Background: an optimization exercise with open tools, aiming at small area, a short achievable clock period and few clock cycles. Do not read the settings as production practice. Function was checked by simulation only, so behaviour that the tests miss may differ from the original.

==> design/flow/design.v <==
module lc_fpu (
    input  wire        clk,
    input  wire        rst,
    input  wire        start,
    input  wire [3:0]  op,
    input  wire [31:0] a,
    input  wire [31:0] b,
    output reg         done,
    output wire [31:0] result,
    output wire        flag
);
    localparam OP_FADD = 4'h0, OP_FSUB = 4'h1, OP_FMUL = 4'h2, OP_FDIV = 4'h3,
               OP_FABS = 4'h4, OP_ITOF = 4'h5, OP_FTOI = 4'h6,
               OP_FEQ  = 4'hB, OP_FLT  = 4'hC, OP_FLE  = 4'hD;
    localparam [31:0] QNAN = 32'h7FC0_0000;
    localparam integer DIV_K = 4;                  
    localparam integer DIV_N = 24 / DIV_K;         
    reg         busy;                  
    reg  [2:0]  cnt;
    reg  [31:0] m_r;                   
    reg  signed [9:0] e_r;             
    reg         s_r;                   
    reg         raw_r;                 
    reg         flag_r;
    reg  [22:0] d_r;                   
    reg  [23:0] q_r;                   
    wire        sa = a[31];
    wire [7:0]  ea = a[30:23];
    wire [22:0] fa = a[22:0];
    wire        sbr = b[31];
    wire [7:0]  eb = b[30:23];
    wire [22:0] fb = b[22:0];
    wire a_emax = (ea == 8'hFF);
    wire b_emax = (eb == 8'hFF);
    wire a_fz   = (fa == 23'd0);
    wire b_fz   = (fb == 23'd0);
    wire a_nan  = a_emax && !a_fz;
    wire b_nan  = b_emax && !b_fz;
    wire a_inf  = a_emax && a_fz;
    wire b_inf  = b_emax && b_fz;
    wire a_zero = (ea == 8'h00);           
    wire b_zero = (eb == 8'h00);
    wire [23:0] ma = {1'b1, fa};
    wire [23:0] mb = {1'b1, fb};
    wire op_add  = (op == OP_FADD) || (op == OP_FSUB);
    wire op_mul  = (op == OP_FMUL);
    wire op_div  = (op == OP_FDIV);
    wire op_itof = (op == OP_ITOF);
    wire op_ftoi = (op == OP_FTOI);
    wire op_abs  = (op == OP_FABS);
    wire        sb = sbr ^ (op == OP_FSUB);
    wire        a_big   = {ea, fa} >= {eb, fb};
    wire        s_big   = a_big ? sa : sb;
    wire [7:0]  e_big   = a_big ? ea : eb;
    wire [7:0]  ediff   = a_big ? (ea - eb) : (eb - ea);
    wire [23:0] za = a_zero ? 24'd0 : ma;
    wire [23:0] zb = b_zero ? 24'd0 : mb;
    wire [23:0] m_big   = a_big ? za : zb;
    wire [23:0] m_small = a_big ? zb : za;
    wire        both_zero = a_zero && b_zero;
    wire [53:0] al_full = {m_small, 3'b000, 27'd0} >> ediff[4:0];
    wire        al_far  = (ediff[7:5] != 3'd0);
    wire [26:0] small_sh = al_far ? {26'd0, (m_small != 24'd0)}
                                  : {al_full[53:28], al_full[27] | (al_full[26:0] != 27'd0)};
    wire        eff_sub = sa ^ sb;
    wire [27:0] sum = eff_sub ? {1'b0, m_big, 3'b000} - {1'b0, small_sh}
                              : {1'b0, m_big, 3'b000} + {1'b0, small_sh};
    wire add_nan = a_nan || b_nan || (a_inf && b_inf && eff_sub);
    wire add_inf = a_inf || b_inf;
    wire add_inf_s = a_inf ? sa : sb;
    wire [47:0] prod = ma * mb;
    wire        s_mul = sa ^ sbr;
    wire mul_nan = a_nan || b_nan || (a_inf && b_zero) || (a_zero && b_inf);
    wire mul_inf = a_inf || b_inf;
    wire mul_zero = a_zero || b_zero;
    wire signed [9:0] mul_e = $signed({2'b00, ea}) + $signed({2'b00, eb}) - 10'sd126;
    wire        div_lt = fa < fb;
    wire [24:0] div_x  = div_lt ? {ma, 1'b0} : {1'b0, ma};
    wire [24:0] div_r1 = {div_x[23:0] - mb[23:0], 1'b0};
    wire div_nan  = a_nan || b_nan || (a_inf && b_inf) || (a_zero && b_zero);
    wire div_inf  = a_inf || b_zero;
    wire div_zero = a_zero || b_inf;
    wire div_special = a_nan || b_nan || a_inf || b_inf || a_zero || b_zero;
    wire signed [9:0] div_e = $signed({2'b00, ea}) - $signed({2'b00, eb}) + 10'sd127
                              - {9'd0, div_lt};
    wire [31:0] imag = a[31] ? -a : a;
    wire [7:0]  ftoi_sh = 8'd158 - ea;
    wire [31:0] ftoi_mag = {ma, 8'd0} >> ftoi_sh[4:0];
    wire [31:0] ftoi_res =
        a_nan ? 32'd0 :
        (a_inf || ea >= 8'd158) ? (sa ? 32'h8000_0000 : 32'h7FFF_FFFF) :
        (ea < 8'd127) ? 32'd0 :
        (sa ? -ftoi_mag : ftoi_mag);
    wire [31:0] fabs_res = a_nan ? QNAN : a_zero ? 32'd0 : {1'b0, ea, fa};
    wire [30:0] ka = a_zero ? 31'd0 : a[30:0];
    wire [30:0] kb = b_zero ? 31'd0 : b[30:0];
    wire        unord = a_nan || b_nan;
    wire        k_eq = (ka == kb);
    wire        k_lt = (ka < kb);
    wire        kz   = (ka == 31'd0) && (kb == 31'd0);
    wire        c_eq = !unord && k_eq && ((sa == sbr) || kz);
    wire        c_lt = !unord && (( sa && !sbr) ? !kz :
                                  (!sa && !sbr) ? k_lt :
                                  ( sa &&  sbr) ? (!k_lt && !k_eq) : 1'b0);
    wire        cmp_flag = (op == OP_FEQ) ? c_eq :
                           (op == OP_FLT) ? c_lt : (c_lt || c_eq);
    reg  [31:0] m_in;
    reg  signed [9:0] e_in;
    reg         s_in;
    reg         raw_in;
    always @(*) begin
        m_in   = 32'd0;
        e_in   = 10'sd0;
        s_in   = 1'b0;
        raw_in = 1'b1;
        if (op_add) begin
            if (add_nan)        m_in = QNAN;
            else if (add_inf)   m_in = {add_inf_s, 8'hFF, 23'd0};
            else if (both_zero) m_in = {sa & sb, 31'd0};
            else begin
                raw_in = 1'b0;
                m_in   = {sum, 4'd0};
                e_in   = $signed({2'b00, e_big}) + 10'sd1;
                s_in   = s_big;
            end
        end else if (op_mul) begin
            if (mul_nan)        m_in = QNAN;
            else if (mul_inf)   m_in = {s_mul, 8'hFF, 23'd0};
            else if (mul_zero)  m_in = {s_mul, 31'd0};
            else begin
                raw_in = 1'b0;
                m_in   = {prod[47:22], prod[21:0] != 22'd0, 5'd0};
                e_in   = mul_e;
                s_in   = s_mul;
            end
        end else if (op_div) begin
            if (div_nan)        m_in = QNAN;
            else if (div_inf)   m_in = {s_mul, 8'hFF, 23'd0};
            else if (div_zero)  m_in = {s_mul, 31'd0};
            else begin
                raw_in = 1'b0;
                m_in   = {7'd0, div_r1};
                e_in   = div_e;
                s_in   = s_mul;
            end
        end else if (op_itof) begin
            raw_in = 1'b0;
            m_in   = imag;
            e_in   = 10'sd158;
            s_in   = a[31];
        end else if (op_ftoi) begin
            m_in   = ftoi_res;
        end else if (op_abs) begin
            m_in   = fabs_res;
        end
    end
    wire [24:0] dv_r [0:DIV_K];
    wire [DIV_K-1:0] dv_q;
    assign dv_r[0] = m_r[24:0];
    genvar gi;
    generate
        for (gi = 0; gi < DIV_K; gi = gi + 1) begin : g_div
            wire [25:0] t = {1'b0, dv_r[gi]} - {2'b01, d_r};
            assign dv_q[DIV_K-1-gi] = !t[25];
            assign dv_r[gi+1] = t[25] ? {dv_r[gi][23:0], 1'b0} : {t[23:0], 1'b0};
        end
    endgenerate
    wire [23:0] q_all = {q_r[23-DIV_K:0], dv_q};
    wire        dv_st = (dv_r[DIV_K] != 25'd0);
    wire        last  = (cnt == DIV_N - 1);
    always @(posedge clk) begin
        if (rst) begin
            busy <= 1'b0;
            done <= 1'b0;
            cnt  <= 3'd0;
        end else if (busy) begin
            cnt  <= cnt + 3'd1;
            done <= last;
            busy <= !last;
        end else begin
            cnt  <= 3'd0;
            done <= start && !(op_div && !div_special);
            busy <= start && op_div && !div_special;
        end
    end
    always @(posedge clk) begin
        if (busy) begin
            q_r <= {q_r[23-DIV_K:0], dv_q};
            if (last)
                m_r <= {1'b1, q_all, dv_st, 6'd0};
            else
                m_r <= {7'd0, dv_r[DIV_K]};
        end else begin
            m_r    <= m_in;
            e_r    <= e_in;
            s_r    <= s_in;
            raw_r  <= raw_in;
            flag_r <= cmp_flag;
            d_r    <= fb;
        end
    end
    reg [4:0] lz;
    integer j;
    always @(*) begin
        lz = 5'd31;
        for (j = 0; j < 32; j = j + 1)
            if (m_r[j]) lz = 5'd31 - j[4:0];
    end
    wire [31:0] nrm  = m_r << lz;
    wire [23:0] mant = nrm[31:8];
    wire        rg   = nrm[7];
    wire        rst_b = (nrm[6:0] != 7'd0);
    wire [24:0] mr   = {1'b0, mant} + {24'd0, rg && (rst_b || mant[0])};
    wire signed [10:0] er = $signed({e_r[9], e_r}) - $signed({6'd0, lz}) + $signed({10'd0, mr[24]});
    wire        mz   = (m_r == 32'd0);
    wire [31:0] pk_res =
        mz ? 32'd0 :
        (er >= 11'sd255) ? {s_r, 8'hFF, 23'd0} :
        (er <= 11'sd0) ? {s_r, 31'd0} :
        {s_r, er[7:0], mr[22:0]};
    assign result = raw_r ? m_r : pk_res;
    assign flag   = flag_r;
endmodule
==> design/flow/run.sh <==
#!/bin/bash
# synth_recipe.tcl (not shown) runs the flow's synth.tcl, then flattens the netlist and writes it again
# the make line also repeats each setting of config.mk as NAME=value (left out here)
make -C /OpenROAD-flow-scripts/flow DESIGN_CONFIG=/design/flow/config.mk WORK_HOME=/design/flow/orfs CLKGATE_MAP_FILE= SYNTH_SCRIPT=/design/flow/synth_recipe.tcl finish
==> design/flow/config.mk <==
export PLATFORM = sky130hd
export DESIGN_NAME = lc_fpu
export DESIGN_NICKNAME = lc_fpu
export VERILOG_FILES = /design/flow/design.v
export SDC_FILE = /design/flow/constraint.sdc
export NUM_CORES = 4
export LEC_CHECK = 0
export ABC_AREA = 1
export CAP_MARGIN = 20
export CORE_MARGIN = 2
export CORE_UTILIZATION = 40
export SLEW_MARGIN = 20
==> design/flow/constraint.sdc <==
create_clock -name core_clock -period 20.0 [get_ports {clk}]
set_input_delay 4.0000 -clock core_clock [delete_from_list [all_inputs] [get_ports {clk}]]
set_output_delay 4.0000 -clock core_clock [all_outputs]
set_load 0.01 [all_outputs]
==> impl_metrics.py <==
metrics = {
    "hold_path": {
        "hold_path.class": "reg2reg",
        "holdPathStages": 2,
        "min_to": "m_r[28]",
        "min_from": "q_r[17]",
    },
    "clocking": {
        "clk_pin_slew_worst_paths_ns": 0.08,
        "ctsLongestPathBuffers": 2,
        "holdBufCountCts": 0,
        "clock_latency_ns": 0.38,
        "cts.sinks": 93,
        "cts_tree": "yes",
        "htreeDepth": 3,
        "ctsResizeCount": 0,
        "cts_setup_buffers": 0,
        "cts_root_buf": "clkbuf_16",
        "cts_buffers": 9,
    },
    "yosys": {
        "synth-main-ff-cell": "edfxtp_1",
        "syn_avg_cell_area_sq_um": 6.48,
        "ys_top_cells_by_area": "fa_1, nand2_1, ha_1",
        "yosysWarnings": 1,
        "synth_top_area_share_pct": 22.1,
        "synth_common_cells": "nand2_1, inv_1, fa_1",
        "synth_most_common_cell": "nand2_1",
        "synth_edf_count": 56,
        "async_flop_share_pct": 0,
        "ys_seq_area_share_pct": 5.45,
        "ys_seq_elements": 93,
        "netlist_instances": 6863,
        "synth_area_leader_cell": "fa_1",
        "synth_cell_type_count": 80,
        "syn-num-nets": 7902,
        "syn_area_sq_um": 44500,
    },
    "critical_path": {
        "r2r_start": "d_r[2]",
        "cp_slowest_cell": "clkinv_1",
        "cp.required_ns": 16.00,
        "reg2reg_depth": 80,
        "reg2reg_to": "m_r[6]",
        "worst-path-buf-inv": 7,
        "start_kind": "register",
        "worstPathArrival_ns": 9.25,
        "crit_top_cell": "nand2_1",
        "cp-end-kind": "output port",
        "startpoint": "m_r[4]",
        "slowest_delay_ns": 0.51,
        "crit_fanout": 40,
        "worst-path-stages": 62,
        "r2r_slack_ns": 7.23,
        "crit_type": "reg2out",
        "crit_family": "simple AND/OR/NAND/NOR gates",
    },
    "layout": {
        "layoutNonFillerInstCount": 8280,
        "layout-area-overhead-vs-synth_pct": 5.89,
        "final_area_sq_um": 47100,
        "multi_input_area_sq_um": 35600,
        "nets": 7824,
        "n_fill_cell": 11950,
        "seqCellArea_sq_um": 2420,
        "drive_gt1_share_pct": 3.37,
    },
    "job": {
        "cap_violations": 0,
    },
    "sta": {
        "fin_tns_setup_ns": 0,
        "period_needed_ns": 13.25,
        "finalWorstSetupSlack_ns": 6.75,
        "hold_ws_ns": 0.450,
        "rsz0062_at_grt": "false",
        "clock_skew_ns": 0.0173,
        "finalSetupViolations": 0,
        "maxSlewViolCount": 0,
        "fin_crit_sh_pct": 66.2,
        "slew_headroom_pct": 26.7,
        "hold_violations": 0,
        "fmax_mhz": 75.5,
        "tightest_slew_ns": 1.09,
    },
    "place": {
        "dpl.hpwl_mm": 137,
        "place_ws_ns": 6.75,
        "postPlaceCellArea_sq_um": 46800,
        "port_buffers": 104,
        "routabilityCongestion": 1.05,
        "dp_cells": 8262,
    },
    "routing": {
        "drt_pass1_iterations": 6,
        "via_count": 45525,
        "vias_per_cell": 5.50,
        "wl_mm": 173,
        "ant_nets": 0,
        "first_iter_violations": 4391,
        "wire_per_inst_microns": 20.9,
        "drc": 0,
    },
    "global_routing": {
        "grt_start_max_net_pins": 108,
        "antenna_found_initial": 6,
        "grtUsageTotal_pct": 30.2,
        "grt_pass1_vias": 44028,
        "grt_pass1_wl_mm": 264,
        "grt_overflow": 0,
    },
    "floorplan": {
        "core_area_sq_um": 111000,
        "die_w_microns": 337,
        "start_util_pct": 40.2,
        "dieArea_sq_um": 114000,
        "die_y_microns": 337,
        "rows": 122,
        "ios": 105,
    },
    "run_status": {
        "run_status": "no timing/DRC/antenna violations",
    },
}
## worst max-delay path by stage
stage                            end  slack (ns)
after floorplan              m_r[31]        8.84
after global routing      result[11]        5.82
after detailed placement     m_r[21]        6.75
final                     result[11]        6.75
after global placement       m_r[21]        6.82
after CTS                 result[11]        6.77
## kinds of logic after synthesis
family | after synthesis | synth area share [%]
AOI/OAI and AO/OA | 1126 | 14.5
and+or+nand+nor | 2835 | 26.4
muxes | 4 | 0.0900
buffers and inverters | 1666 | 14.6
adders and majority gates | 968 | 35.5
xor gates and xnor gates | 171 | 3.43
DFF | 93 | 5.45
## sequential cells by signal (all words and copies together), names as in the netlist, 3 cells and up
| signal | flops |
|---|---|
| cnt | 3 |
| q_r | 20 |
| d_r | 23 |
| e_r | 10 |
| m_r | 32 |
## worst reg2reg max path: cells and delay by family (launching register included)
family	cells	cell delay, ns
adders and majority gates	4	1.27
buffers and inverters	8	1.87
AOI/OAI and AO/OA	27	4.58
and+or+nand+nor	41	4.62
DFF	1	0.37
## cells in the final DEF (no fill, tap or decap), types with 10 or more instances in the layout
cell type and count:
buf_4 93, o21bai_1 14, nor3_1 65, a31oi_1 39
o211ai_1 35, o22ai_1 22, clkdlybuf4s50_1 100, nand2_1 1795
o21ai_2 18, o221ai_1 19, ha_1 477, xnor2_1 64
fa_1 491, o2111ai_1 14, nor2_2 12, xor2_1 105
nand4_1 59, nand3_1 424, nor2_1 397, edfxtp_1 56
a21oi_1 372, o21ai_0 413, or2_2 10, inv_1 1352
o21a_1 18, nor4_1 26, o21ai_1 51, inv_2 17
dfxtp_1 37, a211oi_1 17, a21o_1 10, o31ai_1 16
## layout make-up
cell class                      count  share of cell area, %
Clock buffer                       10                  0.489
Inverter                         1380                   11.0
Timing Repair Buffer              197                   3.65
Tap cell                         1488                   3.95
Multi-Input combinational cell   5104                   75.6
Clock inverter                      6                  0.120
Antenna cell                        2                 0.0106
Sequential cell                    93                   5.14
## per-layer routing
metal / routed length, microns / track usage (%)
met1: 72700 / 39.9
met5: 41 / 0
met3: 13800 / 4.15
met2: 78900 / 50.1
met4: 7660 / 11.5
## through the flow
step           utilization [%]
4_1_cts                   42.6
6_report                  42.6
3_5_place_dp              42.3
3_3_place_gp              42.3
5_1_grt                   42.6
2_1_floorplan                -
Testbench counts, summed over its fixed seeds: cycles 38,244.

[what the ideal ports hide]
The results above use ideal ports. As a check the final layout listed here was re-extracted and re-timed, cells and wires unchanged. Step 1 assumes that a clkbuf_16 drives the clock port and a buf_2 every other input. Step 2 also shifts input and output timing later by t, the mid clock arrival at the registers, as if the neighbouring blocks saw the same clock. Three values: ideal, step 1, step 2; two values: the first two.
shift t [ns]: 0.423
setup WS [ns]: 6.752 / 6.704 / 6.572
clock arrival spread, ns: 0.017 / 0.018
After both steps this run still meets setup and hold. The setup slack of this run moves by -0.048 ns with the drivers and by -0.180 ns with both steps.
